From an optimization exercise on the open Yosys and OpenROAD flow, aimed at small area, a short achievable clock period and few clock cycles; shortcuts taken in it are not production practice.
At most, simulation tests tie the RTL to the original design; equivalence was not proved.

Design digest_unit, start of the top module:
module digest_unit (
    input  wire        clk,
    input  wire        rst,
    input  wire        in_valid,
    output wire        in_ready,
    input  wire [63:0] in_data,
    input  wire [3:0]  in_nbytes,
    input  wire        in_last,
    input  wire [1:0]  in_alg,
    input  wire        in_expect,
    input  wire [63:0] in_cmp,
    output reg         out_valid,
    output reg  [63:0] out_digest,
    output reg         out_match,
    output reg         out_empty
);
    localparam [63:0] TH_INIT = 64'h5D3A91C427E8B06F;
    function [63:0] byterev(input [63:0] x);
        integer j;
        begin
            for (j = 0; j < 8; j = j + 1)
                byterev[8*j +: 8] = x[8*(7-j) +: 8];
        end
    endfunction
    function [63:0] rotl_bytes(input [63:0] x, input [2:0] a);
        begin
            rotl_bytes = x;
            if (a[0]) rotl_bytes = {rotl_bytes[55:0], rotl_bytes[63:56]};
            if (a[1]) rotl_bytes = {rotl_bytes[47:0], rotl_bytes[63:48]};
            if (a[2]) rotl_bytes = {rotl_bytes[31:0], rotl_bytes[63:32]};
        end
    endfunction
    function [63:0] ge_mask(input [2:0] x);
        integer j;
        begin
  ...
Settings: LEC_CHECK=0, CAP_MARGIN=20, CORE_MARGIN=2, CORE_UTILIZATION=50, SLEW_MARGIN=20; clock period 10.0 ns.
standard.sh (not shown) runs the stock make flow with config.mk's settings and CLKGATE_MAP_FILE= SYNTH_SCRIPT=/design/flow/synth_recipe.tcl, a recipe that flattens the netlist after the stock synthesis.
==> flow/flow/run.sh <==
#!/bin/bash
export SETUP_SLACK_MARGIN=5.8
export BUFFER_PORTS_ARGS="-buffer_cell sky130_fd_sc_hd__buf_2"
bash standard.sh > standard.log 2>&1
Rerun with:
--- a/flow/design.v
+++ b/flow/design.v
@@ -75,38 +75,36 @@
     reg [63:0] init;
     always @(*) begin
         case (in_alg)
             2'd0:    init = 64'h00000000FFFFFFFF;
             2'd1:    init = 64'd0;
             default: init = TH_INIT;
         endcase
     end
     wire        rot_s = (fstate == F_ROT);
-    wire        pad_s = (fstate == F_PAD);
     wire [2:0]  ra    = rot_s ? (3'd0 - o) : o;
     wire [7:0]  km_o  = {kmask, kmask} >> (4'd8 - {1'b0, o});    
-    wire [7:0]  km_r  = rot_s ? 8'hFF : pad_s ? 8'h00 : km_o;
+    wire [7:0]  km_r  = rot_s ? 8'hFF : fire ? km_o : 8'h00;
     wire [63:0] drot  = rotl_bytes(rot_s ? (s ^ wbuf) : in_data, ra);
     wire [63:0] him   = ge_mask(ra);
     reg  [63:0] wm, om;                           
     always @(*) begin
         for (i = 0; i < 8; i = i + 1) begin
             wm[8*i +: 8] = {8{km_r[i] &  him[8*i]}};
             om[8*i +: 8] = {8{km_r[i] & !him[8*i]}};
         end
     end
     wire [63:0] base  = first ? init : rot_s ? 64'd0 : wbuf;
     wire [63:0] word  = base ^ (drot & wm);       
     wire [63:0] ovp   = drot & om;                
     always @(posedge clk) begin
         if (rst) begin
             rdy     <= 1'b1;
-            n       <= 32'd0;
             fstate  <= F_IDLE;
             op_c32  <= 1'b0;
             op_c64  <= 1'b0;
             op_th   <= 1'b0;
             op_a    <= 1'b0;
             op_b    <= 1'b0;
             op_clr  <= 1'b1;
             fz      <= 1'b1;
             op_out  <= 1'b0;
@@ -114,19 +112,18 @@
             op_c32 <= 1'b0;
             op_c64 <= 1'b0;
             op_th  <= 1'b0;
             op_a   <= 1'b0;
             op_b   <= 1'b0;
             op_clr <= 1'b0;
             op_out <= 1'b0;
             case (fstate)
                 F_IDLE: if (fire) begin
-                    n     <= n + {28'd0, in_nbytes};
                     fz    <= fz & kz;
                     if (!in_last) begin
                         op_c32 <= cmpl && in_alg == 2'd0;
                         op_c64 <= cmpl && in_alg == 2'd1;
                         op_th  <= cmpl && is_th;
                     end else begin
                         rdy     <= 1'b0;
                         if (first && kz) begin
                             fstate <= F_OUT;
@@ -145,19 +142,18 @@
                             op_th  <= cmpl || (o_plus[2:0] != 3'd0);
                             fstate <= ovf ? F_PAD : F_A;
                         end
                     end
                 end
                 F_OUT: begin
                     op_out <= 1'b1;
                     op_clr <= 1'b1;
                     rdy    <= 1'b1;
-                    n      <= 32'd0;
                     fz     <= 1'b1;
                     fstate <= F_IDLE;
                 end
                 F_WAIT: begin
                     op_clr <= 1'b1;
                     fstate <= F_ROT;
                 end
                 F_ROT: begin
                     op_c32 <= (alg_r == 2'd0);
@@ -178,38 +174,45 @@
                 end
                 default: begin     
                     op_th  <= 1'b1;
                     fstate <= F_OUT;
                 end
             endcase
         end
     end
     always @(posedge clk) begin
+        if (rst || fstate == F_OUT)
+            n <= 32'd0;
+        else
+            n <= n + {28'd0, in_nbytes & {4{fire}}};
+    end
+    always @(posedge clk) begin
         if (fire) begin
             alg_r <= in_alg;
             if (in_last) begin
                 cmp_q   <= in_cmp;
                 exp_q   <= in_expect;
                 empty_q <= first && kz;
             end
         end
     end
+    wire sched_d = (fstate == F_IDLE) ? (fire && (cmpl || (in_last && is_th && o_plus[2:0] != 3'd0)))
+                                      : (fstate == F_ROT || fstate == F_PAD || fstate == F_A || fstate == F_C);
     always @(posedge clk) begin
-        if (fstate == F_C)
+        if (!sched_d)
+            d_r <= 64'd0;
+        else if (fstate == F_C)
             d_r <= m2p >> 27;
         else if (fstate == F_A)
             d_r <= {32'd0, n};
         else
             d_r <= word;
-        if (rot_s || (fire && cmpl))
-            wbuf <= ovp;
-        else if (fire)
-            wbuf <= word;
+        wbuf <= (rot_s || (fire && cmpl)) ? ovp : word;
     end
     wire [63:0] x = s ^ d_r;
     wire [31:0] f32;
     wire [63:0] f64;
     wire p32_t64 = x[38] ^ x[55];
     wire p32_t65 = x[14] ^ x[18];
     wire p32_t66 = x[34] ^ x[57];
     wire p32_t67 = x[33] ^ x[52];
     wire p32_t68 = x[12] ^ x[30];
@@ -1419,22 +1422,21 @@
     wire [63:0] m2k = (m2a & m2b) | (m2a & m2c) | (m2b & m2c);
     wire [63:0] m2p = m2s + {m2k[62:0], 1'b0};
     wire [63:0] fb  = x ^ (x >> 31);
     wire [8:0]  fbt = fb[63:55] + fb[8:0] - {fb[1:0], 7'd0};
     wire [63:0] fsel = ({64{op_c32}} & {32'd0, f32})
                      | ({64{op_c64}} & f64)
                      | ({64{op_th}}  & {mp[34:0], mp[63:35]})
                      | ({64{op_a}}   & {fbt, fb[54:0]})
                      | ({64{op_b}}   & m2p);
-    wire s_en = op_c32 | op_c64 | op_th | op_a | op_b | op_clr;
+    wire op_keep = !(op_c32 | op_c64 | op_th | op_a | op_b | op_clr);
     always @(posedge clk) begin
-        if (s_en)
-            s <= fsel;
+        s <= fsel | ({64{op_keep}} & x);
     end
     wire [63:0] sv = s ^ wbuf;
     wire [63:0] se = {s[28:0], s[63:29]};         
     reg  [63:0] fdig;
     always @(*) begin
         case (alg_r)
             2'd0:    fdig = {32'd0, ~sv[31:0]};
             2'd1:    fdig = byterev(sv);
             default: fdig = se ^ (se >> 33);
Register-to-register slack gains 0.04 ns.
Synthesized cell count rose by 3.9%.
Clock skew rose by 0.0047 ns.
Utilization fell by 1.8 points.
Setup slack gains 0.042 ns.
Design area fell by 4.8%.
First-iteration DRC count fell by 1.2%.
Global-route usage rose by 1.3 points.
Maximum frequency rose by 0.96%.
Critical path depth rose by 2.
Testbench counts after the change, summed over its fixed seeds: cycles 10,044.
For the first run of this note, only the layout was checked, not whether the RTL still works.

-- separate check: timing with driven ports --
The flow's constraints put no driver on any port. The routed layouts listed below were extracted and timed again, unchanged, in two steps.
Step 1 sets driving cells, clkbuf_16 on the clock port and buf_2 on the other inputs (assumed; they add their load-dependent delay and slew).
Step 2, shift: input delay + t, output delay - t, t = (earliest + latest rising clock arrival at the registers) / 2. This alone moves slack from input paths to output paths.
Three values: no drivers, after step 1, after step 2; two values: the first two.
| run | t, ns | setup WS [ns] | worst register clock-pin slew, ns | worst data-port slew with drivers (ns) | cell pins on the clock port's net |
|---|---|---|---|---|---|
| the first run | 0.625 | 5.585 / 5.585 / 5.321 | 0.07 / 0.07 | 0.10 | 1 |
| the second run | 0.663 | 5.627 / 5.627 / 5.133 | 0.07 / 0.07 | 0.08 | 1 |
After both steps every run listed still meets setup and hold. The setup slack of the second run, which loses most, moves by 0.000 ns with the drivers and by -0.494 ns with both steps.
